Context: an optimization exercise on an open-source flow, tuned for small area, a short achievable clock period and few clock cycles per item. The choices shown serve that exercise and are no tape-out recipe. Function was checked by simulation only, so behaviour that the tests miss may differ from the original.

==> wip/quartz: inputs <==
// ce_blend
module ce_blend (
    input  wire        clk,
    input  wire        rst,
    input  wire        in_valid,
    output wire        in_ready,
    input  wire [1:0]  in_mode,      
    input  wire [7:0]  in_alpha,     
    input  wire [63:0] in_s,         
    input  wire [63:0] in_d,         
    output reg         out_valid,
    output reg  [63:0] out_d         
);
export LEC_CHECK = 0
export ABC_AREA = 1
export CAP_MARGIN = 20
export CORE_MARGIN = 4
export CORE_UTILIZATION = 40
export CTS_CLUSTER_DIAMETER = 120
export CTS_CLUSTER_SIZE = 25
export SLEW_MARGIN = 20
create_clock -name core_clock -period 22.0 [get_ports {clk}]
standard.sh (not shown) runs the stock make flow with config.mk's settings and CLKGATE_MAP_FILE= SYNTH_SCRIPT=/design/flow/synth_recipe.tcl, a recipe that flattens the netlist after the stock synthesis.
==> flow/flow/run.sh <==
#!/bin/bash
# Layout: the standard flow (standard synthesis, floorplan, placement,
# CTS, routing) with timing repair run against a setup margin, so the
# resizer also works on paths that already meet the 22 ns clock. make's
# full output goes to flow_make.log; ORFS keeps each step's log in orfs/logs.
set -euo pipefail
cd "$(dirname "$0")/.."
bash standard.sh SETUP_SLACK_MARGIN=16.5 TNS_END_PERCENT=100 finish > flow_make.log 2>&1
==> wip/juniper (differences from wip/quartz) <==
--- a/flow/design.v
+++ b/flow/design.v
@@ -16,14 +16,14 @@
     endfunction
     function [3:0] expo(input [15:0] h);
         expo = (h[13:10] == 4'd0) ? 4'd1 : h[13:10];
     endfunction
     function [14:0] unp(input [15:0] h);
-        unp = {expo(h), ~sig(h)};
+        unp = {expo(h), sig(h)};
     endfunction
     function [10:0] um(input [14:0] v);
-        um = ~v[10:0];
+        um = v[10:0];
     endfunction
     function [3:0] ue(input [14:0] v);
         ue = v[14:11];
     endfunction
     function [3:0] tz11(input [10:0] m);
@@ -297,18 +297,17 @@
         end
     endfunction
     function [5:0] m7_u(input [3:0] ex, input [3:0] ey);
         m7_u = 6'd26 - {2'b0, ex} - {2'b0, ey};
     endfunction
-    function [14:0] m7_round(input [21:0] p, input [5:0] u);
+    function [15:0] m7_round(input [21:0] p, input [5:0] u);
         reg [21:0] lo;
         reg        nrm;
         reg [21:0] q;
         reg        guard;
         reg        sticky;
-        reg [11:0] m;
-        reg [3:0]  e;
+        reg [3:0]  shg;
         integer    i;
         begin
             lo[0] = p[0];
             for (i = 1; i < 22; i = i + 1)
                 lo[i] = lo[i - 1] | p[i];
@@ -317,21 +316,18 @@
                 if (p[21]) begin
                     q = {11'd0, p[21:11]}; guard = p[10]; sticky = lo[9];
                 end else begin
                     q = {11'd0, p[20:10]}; guard = p[9];  sticky = lo[8];
                 end
+                shg = 4'd10 - u[3:0] + {3'd0, p[21]};
             end else begin
                 q      = p >> u;
                 guard  = (u > 6'd22) ? 1'b0 : p[u - 6'd1];
                 sticky = (u > 6'd23) ? lo[21] : lo[u - 6'd2];
+                shg    = 4'd0;
             end
-            m = {1'b0, q[10:0]} + {11'd0, guard & (sticky | q[0])};
-            if (nrm)
-                e = 4'd11 - u[3:0] + {3'd0, p[21]} + {3'd0, m[11]};
-            else
-                e = 4'd1;
-            m7_round = {e, ~{m[11] | m[10], m[9:0]}};
+            m7_round = {2'b0, shg, 10'd0} + q[15:0] + {15'd0, guard & (sticky | q[0])};
         end
     endfunction
     function [24:0] fix(input [14:0] v);
         fix = {14'd0, um(v)} << (ue(v) - 4'd1);
     endfunction
@@ -364,32 +360,41 @@
             over_sub = {sv, cv[24:0], ~b, f1 ^ frest, frest};
         end
     endfunction
     function [15:0] round_th(input [27:0] v);
         reg [25:0] th;
-        reg [25:0] t;
-        reg [3:0]  n;
+        reg [23:0] lo;
+        reg [4:0]  lp;
         reg [3:0]  sh;
+        reg [25:0] q;
         reg        guard;
         reg        sticky;
-        reg [11:0] m;
+        integer    i;
         begin
             th = v[27:2];
-            t = {th[23:0], v[1], 1'b0};    
-            n = 4'd0;
-            if (t[25:18] == 8'd0) begin t = t << 8; n = n + 4'd8; end
-            if (t[25:22] == 4'd0 && n <= 4'd9) begin t = t << 4; n = n + 4'd4; end
-            if (t[25:24] == 2'd0 && n <= 4'd11) begin t = t << 2; n = n + 4'd2; end
-            if (t[25] == 1'b0 && n <= 4'd12) begin t = t << 1; n = n + 4'd1; end
-            sh = 4'd13 - n;
-            guard  = t[14];
-            sticky = (|t[13:0]) | v[0];
-            m = {1'b0, t[25:15]} + {11'd0, guard & (sticky | t[15])};
+            lp = 5'd0;
+            for (i = 0; i < 24; i = i + 1)
+                if (th[i]) lp = i[4:0];
+            lo[0] = th[0];
+            for (i = 1; i < 24; i = i + 1)
+                lo[i] = lo[i - 1] | th[i];
+            sh = (lp > 5'd10) ? lp - 5'd10 : 4'd0;
+            q  = th >> sh;
+            if (sh == 4'd0) begin
+                guard  = v[1];
+                sticky = v[0];
+            end else if (sh == 4'd1) begin
+                guard  = th[0];
+                sticky = v[1] | v[0];
+            end else begin
+                guard  = th[sh - 4'd1];
+                sticky = v[1] | v[0] | lo[sh - 4'd2];
+            end
             if (th[25:24] != 2'd0)
                 round_th = FP16_ONE;
             else
-                round_th = {2'b0, sh, 10'd0} + {4'd0, m};
+                round_th = {2'b0, sh, 10'd0} + q[15:0] + {15'd0, guard & (sticky | q[0])};
         end
     endfunction
     assign in_ready = 1'b1;
     wire [15:0] k_in = k_of_alpha(in_alpha);
     wire [15:0] kc_in = in_mode[0] ? k_in : FP16_ONE;
@@ -434,12 +439,12 @@
     always @(posedge clk) begin
         if (rst)
             r3_valid <= 1'b0;
         else
             r3_valid <= r2_valid;
-        r3_s <= {m7_round(r2_p[87:66], r2_u[23:18]), m7_round(r2_p[65:44], r2_u[17:12]),
-                 m7_round(r2_p[43:22], r2_u[11:6]),  m7_round(r2_p[21:0],  r2_u[5:0])};
+        r3_s <= {unp(m7_round(r2_p[87:66], r2_u[23:18])), unp(m7_round(r2_p[65:44], r2_u[17:12])),
+                 unp(m7_round(r2_p[43:22], r2_u[11:6])),  unp(m7_round(r2_p[21:0],  r2_u[5:0]))};
         r3_d <= r2_d;
     end
     wire [10:0] ma = um(r3_s[59:45]);
     wire [3:0]  ea = ue(r3_s[59:45]);
     wire [21:0] q0, q1, q2, q3;
@@ -799,11 +804,70 @@
     assign {c88, s88} = c55 + s71 + c70;
     wire s89, c89;
     assign {c89, s89} = pp9_10 + pp10_9 + c71;
     wire [21:0] x = {1'b0, pp10_10, s89, s88, s87, s86, s85, s84, s83, s82, s81, s80, s79, s78, s77, s76, s75, s74, s73, pp2_0, pp0_1, pp0_0};
     wire [21:0] y = {1'b0, c89, c88, c87, c86, c85, c84, c83, c82, c81, c80, c79, c78, c77, c76, c75, c74, c73, c72, s72, pp1_0, 1'b0};
-    assign p = x + y;
+    wire co;
+    add22 u_add (.a(x), .b(y), .ci(1'b0), .s(p), .co(co));
+endmodule
+module add22(input wire [21:0] a, input wire [21:0] b, input wire ci, output wire [21:0] s, output wire co);
+    wire [21:0] p0 = a ^ b;
+    wire [21:0] g0 = a & b;
+    wire gc0 = g0[0] | (p0[0] & ci);
+    wire gg0 = g0[1] | (p0[1] & gc0);
+    wire gg1 = g0[3] | (p0[3] & g0[2]);
+    wire pp1 = p0[3] & p0[2];
+    wire gg2 = g0[5] | (p0[5] & g0[4]);
+    wire pp2 = p0[5] & p0[4];
+    wire gg3 = g0[7] | (p0[7] & g0[6]);
+    wire pp3 = p0[7] & p0[6];
+    wire gg4 = g0[9] | (p0[9] & g0[8]);
+    wire pp4 = p0[9] & p0[8];
+    wire gg5 = g0[11] | (p0[11] & g0[10]);
+    wire pp5 = p0[11] & p0[10];
+    wire gg6 = g0[13] | (p0[13] & g0[12]);
+    wire pp6 = p0[13] & p0[12];
+    wire gg7 = g0[15] | (p0[15] & g0[14]);
+    wire pp7 = p0[15] & p0[14];
+    wire gg8 = g0[17] | (p0[17] & g0[16]);
+    wire pp8 = p0[17] & p0[16];
+    wire gg9 = g0[19] | (p0[19] & g0[18]);
+    wire pp9 = p0[19] & p0[18];
+    wire gg10 = g0[21] | (p0[21] & g0[20]);
+    wire pp10 = p0[21] & p0[20];
+    wire gg11 = gg1 | (pp1 & gg0);
+    wire gg12 = gg3 | (pp3 & gg2);
+    wire pp12 = pp3 & pp2;
+    wire gg13 = gg5 | (pp5 & gg4);
+    wire pp13 = pp5 & pp4;
+    wire gg14 = gg7 | (pp7 & gg6);
+    wire pp14 = pp7 & pp6;
+    wire gg15 = gg9 | (pp9 & gg8);
+    wire pp15 = pp9 & pp8;
+    wire gg16 = gg12 | (pp12 & gg11);
+    wire gg17 = gg14 | (pp14 & gg13);
+    wire pp17 = pp14 & pp13;
+    wire gg18 = gg17 | (pp17 & gg16);
+    wire gg19 = gg13 | (pp13 & gg16);
+    wire gg20 = gg15 | (pp15 & gg18);
+    wire gg21 = gg2 | (pp2 & gg11);
+    wire gg22 = gg4 | (pp4 & gg16);
+    wire gg23 = gg6 | (pp6 & gg19);
+    wire gg24 = gg8 | (pp8 & gg18);
+    wire gg25 = gg10 | (pp10 & gg20);
+    wire gg26 = g0[2] | (p0[2] & gg0);
+    wire gg27 = g0[4] | (p0[4] & gg11);
+    wire gg28 = g0[6] | (p0[6] & gg21);
+    wire gg29 = g0[8] | (p0[8] & gg16);
+    wire gg30 = g0[10] | (p0[10] & gg22);
+    wire gg31 = g0[12] | (p0[12] & gg19);
+    wire gg32 = g0[14] | (p0[14] & gg23);
+    wire gg33 = g0[16] | (p0[16] & gg18);
+    wire gg34 = g0[18] | (p0[18] & gg24);
+    wire gg35 = g0[20] | (p0[20] & gg20);
+    assign s = p0 ^ {gg35, gg20, gg34, gg24, gg33, gg18, gg32, gg23, gg31, gg19, gg30, gg22, gg29, gg16, gg28, gg21, gg27, gg11, gg26, gg0, gc0, ci};
+    assign co = gg25;
 endmodule
 module add26(input wire [25:0] a, input wire [25:0] b, input wire ci, output wire [25:0] s, output wire co);
     wire [25:0] p0 = a ^ b;
     wire [25:0] g0 = a & b;
     wire gc0 = g0[0] | (p0[0] & ci);
==> flow/flow/run.sh (replaced) <==
#!/bin/bash
# Layout: the standard flow (standard synthesis, floorplan, placement,
# CTS, routing) with timing repair run against a setup margin, so the
# resizer also works on paths that already meet the 22 ns clock. make's
# full output goes to flow_make.log; ORFS keeps each step's log in orfs/logs.
set -euo pipefail
cd "$(dirname "$0")/.."
bash standard.sh SETUP_SLACK_MARGIN=16.45 TNS_END_PERCENT=100 finish > flow_make.log 2>&1
--- a/flow/config.mk
+++ b/flow/config.mk
@@ -6,9 +6,7 @@
 export NUM_CORES = 4
 export LEC_CHECK = 0
 export ABC_AREA = 1
 export CAP_MARGIN = 20
 export CORE_MARGIN = 4
-export CORE_UTILIZATION = 40
-export CTS_CLUSTER_DIAMETER = 120
-export CTS_CLUSTER_SIZE = 25
+export CORE_UTILIZATION = 55
 export SLEW_MARGIN = 20
==> flow_metrics.tcl <==
set metrics [dict create \
    yosys.area_share.adder 0.295 \
    synth_top_area_cell "dfxtp_1" \
    multi_input_cells 7321 \
    antenna_found_initial 7 \
    ys_ff_latch 837 \
    status "finished clean" \
    crit_chain "buf_2" \
]
The numbers above come from wip/quartz.

==> flow_metrics.tcl <==
set metrics [dict create \
    status "finished clean" \
    crit_chain "buf_6" \
    multi_input_cells 7620 \
    diodes 1 \
    ys_ff_latch 841 \
    antenna_found_initial 9 \
    yosys.area_share.adder 0.294 \
    post-route-drc-count 0 \
    clock_buffers 117 \
    synth_top_area_cell "fa_1" \
    core_area_sq_mm 0.148 \
    cp-startpoint "out_d[18]$_SDFF_PP0_" \
]
The numbers above come from wip/juniper.

Testbench counts of wip/quartz, summed over its fixed seeds: cycles 24,048, items 24,000.
Testbench counts of wip/juniper, summed over its fixed seeds: cycles 24,048, items 24,000.

==> inputs of exp/indigo <==
ce_blend, a different RTL version from the one above (not shown whole).
clock: 22.0 ns
lec_check: 0
abc_area: 1
cap_margin: 20
core_margin: 4
core_utilization: 40
cts_cluster_diameter: 120
cts_cluster_size: 25
slew_margin: 20
==> flow/flow/run.sh <==
#!/bin/bash
# Layout: the standard flow (standard synthesis, floorplan, placement,
# CTS, routing) with timing repair run against a setup margin, so the
# resizer also works on paths that already meet the 22 ns clock. make's
# full output goes to flow_make.log; ORFS keeps each step's log in orfs/logs.
set -euo pipefail
cd "$(dirname "$0")/.."
bash standard.sh SETUP_SLACK_MARGIN=16.45 TNS_END_PERCENT=100 finish > flow_make.log 2>&1
==> exp/maple: changes against exp/indigo <==
--- a/flow/design.v
+++ b/flow/design.v
@@ -296,39 +296,43 @@
             endcase
         end
     endfunction
     function [5:0] m7_u(input [3:0] ex, input [3:0] ey);
         m7_u = 6'd26 - {2'b0, ex} - {2'b0, ey};
     endfunction
-    function [15:0] m7_round(input [21:0] p, input [5:0] u);
+    function [14:0] m7_round(input [21:0] p, input [5:0] u);
         reg [21:0] lo;
         reg        nrm;
         reg [21:0] q;
         reg        guard;
         reg        sticky;
-        reg [3:0]  shg;
+        reg [11:0] m;
+        reg [3:0]  e;
         integer    i;
         begin
             lo[0] = p[0];
             for (i = 1; i < 22; i = i + 1)
                 lo[i] = lo[i - 1] | p[i];
             nrm = u[5] || (u <= 6'd10);
             if (nrm) begin
                 if (p[21]) begin
                     q = {11'd0, p[21:11]}; guard = p[10]; sticky = lo[9];
                 end else begin
                     q = {11'd0, p[20:10]}; guard = p[9];  sticky = lo[8];
                 end
-                shg = 4'd10 - u[3:0] + {3'd0, p[21]};
             end else begin
                 q      = p >> u;
                 guard  = (u > 6'd22) ? 1'b0 : p[u - 6'd1];
                 sticky = (u > 6'd23) ? lo[21] : lo[u - 6'd2];
-                shg    = 4'd0;
             end
-            m7_round = {2'b0, shg, 10'd0} + q[15:0] + {15'd0, guard & (sticky | q[0])};
+            m = {1'b0, q[10:0]} + {11'd0, guard & (sticky | q[0])};
+            if (nrm)
+                e = 4'd11 - u[3:0] + {3'd0, p[21]} + {3'd0, m[11]};
+            else
+                e = 4'd1;
+            m7_round = {e, ~{m[11] | m[10], m[9:0]}};
         end
     endfunction
     function [24:0] fix(input [14:0] v);
         fix = {14'd0, um(v)} << (ue(v) - 4'd1);
     endfunction
     function fr_of(input [10:0] md, input [10:0] ma, input [4:0] j);
@@ -359,43 +363,34 @@
             cv = (xs & xd) | (xs & xn) | (xd & xn);
             over_sub = {sv, cv[24:0], ~b, f1 ^ frest, frest};
         end
     endfunction
     function [15:0] round_th(input [27:0] v);
         reg [25:0] th;
-        reg [23:0] lo;
-        reg [4:0]  lp;
+        reg [25:0] t;
+        reg [3:0]  n;
         reg [3:0]  sh;
-        reg [25:0] q;
         reg        guard;
         reg        sticky;
-        integer    i;
+        reg [11:0] m;
         begin
             th = v[27:2];
-            lp = 5'd0;
-            for (i = 0; i < 24; i = i + 1)
-                if (th[i]) lp = i[4:0];
-            lo[0] = th[0];
-            for (i = 1; i < 24; i = i + 1)
-                lo[i] = lo[i - 1] | th[i];
-            sh = (lp > 5'd10) ? lp - 5'd10 : 4'd0;
-            q  = th >> sh;
-            if (sh == 4'd0) begin
-                guard  = v[1];
-                sticky = v[0];
-            end else if (sh == 4'd1) begin
-                guard  = th[0];
-                sticky = v[1] | v[0];
-            end else begin
-                guard  = th[sh - 4'd1];
-                sticky = v[1] | v[0] | lo[sh - 4'd2];
-            end
+            t = {th[23:0], v[1], 1'b0};    
+            n = 4'd0;
+            if (t[25:18] == 8'd0) begin t = t << 8; n = n + 4'd8; end
+            if (t[25:22] == 4'd0 && n <= 4'd9) begin t = t << 4; n = n + 4'd4; end
+            if (t[25:24] == 2'd0 && n <= 4'd11) begin t = t << 2; n = n + 4'd2; end
+            if (t[25] == 1'b0 && n <= 4'd12) begin t = t << 1; n = n + 4'd1; end
+            sh = 4'd13 - n;
+            guard  = t[14];
+            sticky = (|t[13:0]) | v[0];
+            m = {1'b0, t[25:15]} + {11'd0, guard & (sticky | t[15])};
             if (th[25:24] != 2'd0)
                 round_th = FP16_ONE;
             else
-                round_th = {2'b0, sh, 10'd0} + q[15:0] + {15'd0, guard & (sticky | q[0])};
+                round_th = {2'b0, sh, 10'd0} + {4'd0, m};
         end
     endfunction
     assign in_ready = 1'b1;
     wire [15:0] k_in = k_of_alpha(in_alpha);
     wire [15:0] kc_in = in_mode[0] ? k_in : FP16_ONE;
     wire [15:0] aa_in = in_mode[1] ? in_s[63:48] : FP16_ONE;
@@ -438,14 +433,14 @@
     reg [59:0] r3_d;
     always @(posedge clk) begin
         if (rst)
             r3_valid <= 1'b0;
         else
             r3_valid <= r2_valid;
-        r3_s <= {unp(m7_round(r2_p[87:66], r2_u[23:18])), unp(m7_round(r2_p[65:44], r2_u[17:12])),
-                 unp(m7_round(r2_p[43:22], r2_u[11:6])),  unp(m7_round(r2_p[21:0],  r2_u[5:0]))};
+        r3_s <= {m7_round(r2_p[87:66], r2_u[23:18]), m7_round(r2_p[65:44], r2_u[17:12]),
+                 m7_round(r2_p[43:22], r2_u[11:6]),  m7_round(r2_p[21:0],  r2_u[5:0])};
         r3_d <= r2_d;
     end
     wire [10:0] ma = um(r3_s[59:45]);
     wire [3:0]  ea = ue(r3_s[59:45]);
     wire [21:0] q0, q1, q2, q3;
     mul11 u_q0 (.a(um(r3_d[14:0])),  .b(ma), .p(q0));
==> flow/flow/run.sh (replaced) <==
#!/bin/bash
# Layout: the standard flow (standard synthesis, floorplan, placement,
# CTS, routing) with timing repair run against a setup margin, so the
# resizer also works on paths that already meet the 22 ns clock. make's
# full output goes to flow_make.log; ORFS keeps each step's log in orfs/logs.
set -euo pipefail
cd "$(dirname "$0")/.."
bash standard.sh SETUP_SLACK_MARGIN=16.5 TNS_END_PERCENT=100 finish > flow_make.log 2>&1
==> exp/fjord: changes against exp/indigo <==
--- a/flow/design.v
+++ b/flow/design.v
@@ -15,16 +15,16 @@
         sig = {h[13:10] != 4'd0, h[9:0]};
     endfunction
     function [3:0] expo(input [15:0] h);
         expo = (h[13:10] == 4'd0) ? 4'd1 : h[13:10];
     endfunction
     function [14:0] unp(input [15:0] h);
-        unp = {expo(h), ~sig(h)};
+        unp = {expo(h), sig(h)};
     endfunction
     function [10:0] um(input [14:0] v);
-        um = ~v[10:0];
+        um = v[10:0];
     endfunction
     function [3:0] ue(input [14:0] v);
         ue = v[14:11];
     endfunction
     function [3:0] tz11(input [10:0] m);
         integer i;
==> flow/flow/run.sh (replaced) <==
#!/bin/bash
# Layout: the standard flow (standard synthesis, floorplan, placement,
# CTS, routing) with timing repair run against a setup margin, so the
# resizer also works on paths that already meet the 22 ns clock. make's
# full output goes to flow_make.log; ORFS keeps each step's log in orfs/logs.
set -euo pipefail
cd "$(dirname "$0")/.."
bash standard.sh SETUP_SLACK_MARGIN=17 TNS_END_PERCENT=100 finish > flow_make.log 2>&1
--- a/flow/config.mk
+++ b/flow/config.mk
@@ -6,9 +6,7 @@
 export NUM_CORES = 4
 export LEC_CHECK = 0
 export ABC_AREA = 1
 export CAP_MARGIN = 20
 export CORE_MARGIN = 4
 export CORE_UTILIZATION = 40
-export CTS_CLUSTER_DIAMETER = 120
-export CTS_CLUSTER_SIZE = 25
 export SLEW_MARGIN = 20
==> exp/ember: changes against exp/indigo <==
--- a/flow/design.v
+++ b/flow/design.v
@@ -15,16 +15,16 @@
         sig = {h[13:10] != 4'd0, h[9:0]};
     endfunction
     function [3:0] expo(input [15:0] h);
         expo = (h[13:10] == 4'd0) ? 4'd1 : h[13:10];
     endfunction
     function [14:0] unp(input [15:0] h);
-        unp = {expo(h), ~sig(h)};
+        unp = {expo(h), sig(h)};
     endfunction
     function [10:0] um(input [14:0] v);
-        um = ~v[10:0];
+        um = v[10:0];
     endfunction
     function [3:0] ue(input [14:0] v);
         ue = v[14:11];
     endfunction
     function [3:0] tz11(input [10:0] m);
         integer i;
==> flow/flow/run.sh (replaced) <==
#!/bin/bash
# Layout: the standard flow (standard synthesis, floorplan, placement,
# CTS, routing) with timing repair run against a setup margin, so the
# resizer also works on paths that already meet the 22 ns clock. make's
# full output goes to flow_make.log; ORFS keeps each step's log in orfs/logs.
set -euo pipefail
cd "$(dirname "$0")/.."
bash standard.sh SETUP_SLACK_MARGIN=17 TNS_END_PERCENT=100 finish > flow_make.log 2>&1
==> flow/config.mk (replaced) <==
export PLATFORM = sky130hd
export DESIGN_NAME = ce_blend
export DESIGN_NICKNAME = ce_blend
export VERILOG_FILES = /design/flow/design.v
export SDC_FILE = /design/flow/constraint.sdc
export NUM_CORES = 4
export LEC_CHECK = 0
export ABC_AREA = 1
export CAP_MARGIN = 20
export CORE_MARGIN = 4
export CORE_UTILIZATION = 55
export SLEW_MARGIN = 20
==> impl_metrics.json <==
{
  "yosysUniqueCellTypes": 78,
  "finish.instance_area_mm2": 0.0871,
  "fin_cells": 13700,
  "rrSetupSlack_ns": 16.68,
  "antenna_found_initial": 4,
  "wl_met1_mm": 100,
  "clock-sinks": 841,
  "vias": 70400,
  "outcome": "timing/DRC/antenna clean",
  "final-seq-area_mm2": 0.0170,
  "holdWs_ns": 0.316,
  "num-nonclk-inverters": 1878
}
the above is filed under exp/indigo

==> impl_metrics.json <==
{
  "rrSetupSlack_ns": 16.92,
  "outcome": "timing/DRC/antenna clean",
  "grt_overflow": 0,
  "yosysUniqueCellTypes": 78,
  "fin_cells": 14800,
  "ant_nets": 0,
  "clock-sinks": 841,
  "holdWs_ns": 0.306,
  "vias": 74900,
  "wl_met1_mm": 106,
  "finish.instance_area_mm2": 0.0965,
  "drt-total-wl_mm": 247
}
the above is filed under exp/fjord

==> impl_metrics.json <==
{
  "path_max_fanout": 1,
  "holdWs_ns": 0.318,
  "num-nonclk-inverters": 1771,
  "min_to": "r3_d[3]",
  "rrSetupSlack_ns": 16.77,
  "fin_cells": 12900,
  "synth_commonest_cells": "1982 x nand2_1, 1709 x inv_1, 1368 x nor2_1",
  "vias": 65600,
  "finish.instance_area_mm2": 0.0820,
  "wl_met1_mm": 94.7,
  "final-seq-area_mm2": 0.0169,
  "yosysUniqueCellTypes": 68,
  "outcome": "timing/DRC/antenna clean"
}
the above is filed under exp/maple

==> impl_metrics.json <==
{
  "outcome": "timing/DRC/antenna clean",
  "final-seq-area_mm2": 0.0171,
  "vias": 75500,
  "holdWs_ns": 0.304,
  "fin_cells": 14200,
  "wl_met1_mm": 101,
  "critPathKind": "flop to primary output",
  "clock-sinks": 841,
  "rrSetupSlack_ns": 16.83,
  "antenna_found_initial": 3,
  "num-nonclk-inverters": 2627,
  "finish.instance_area_mm2": 0.0966
}
the above is filed under exp/ember

Testbench counts of exp/indigo, summed over its fixed seeds: cycles 24,048, items 24,000.
Testbench counts of exp/maple, summed over its fixed seeds: cycles 24,048, items 24,000.
Testbench counts of exp/fjord, summed over its fixed seeds: cycles 24,048, items 24,000.
Testbench counts of exp/ember, summed over its fixed seeds: cycles 24,048, items 24,000.

[static timing again, ports no longer ideal]
How much do the figures lean on ideal ports? The routed layouts below were timed once more, with nothing changed but the port constraints. Step 1 sets driving cells, clkbuf_16 on the clock port and buf_2 on the other inputs (assumed; they add their load-dependent delay and slew). Step 2 adds t to the input delays and takes it off the output delays; t is the mean of the earliest and latest rising clock arrival at the registers after step 1. Input paths then give back, and output paths get back, about the clock's delay inside the block. Three values: ideal ports, drivers, drivers and shift; two values: the first two.
run | t, ns | slack for setup (ns) | worst hold slack (ns) | worst register clock-pin slew, ns
wip/quartz | 0.789 | 16.434 / 16.339 / 15.793 | 0.309 / 0.309 / 0.309 | 0.10 / 0.10
wip/juniper | 0.783 | 16.445 / 16.355 / 15.751 | 0.320 / 0.320 / 0.320 | 0.08 / 0.08
exp/indigo | 0.782 | 16.418 / 16.341 / 15.886 | 0.316 / 0.316 / 0.316 | 0.10 / 0.10
exp/maple | 0.778 | 16.440 / 16.354 / 15.826 | 0.318 / 0.318 / 0.318 | 0.10 / 0.10
exp/fjord | 0.824 | 16.419 / 16.339 / 16.150 | 0.306 / 0.306 / 0.306 | 0.07 / 0.07
exp/ember | 0.774 | 16.442 / 16.365 / 16.320 | 0.304 / 0.304 / 0.304 | 0.07 / 0.07
After both steps setup and hold are still met in every run listed. For wip/juniper, which loses most, drivers alone change the setup slack by -0.090 ns; drivers and shift together by -0.694 ns.
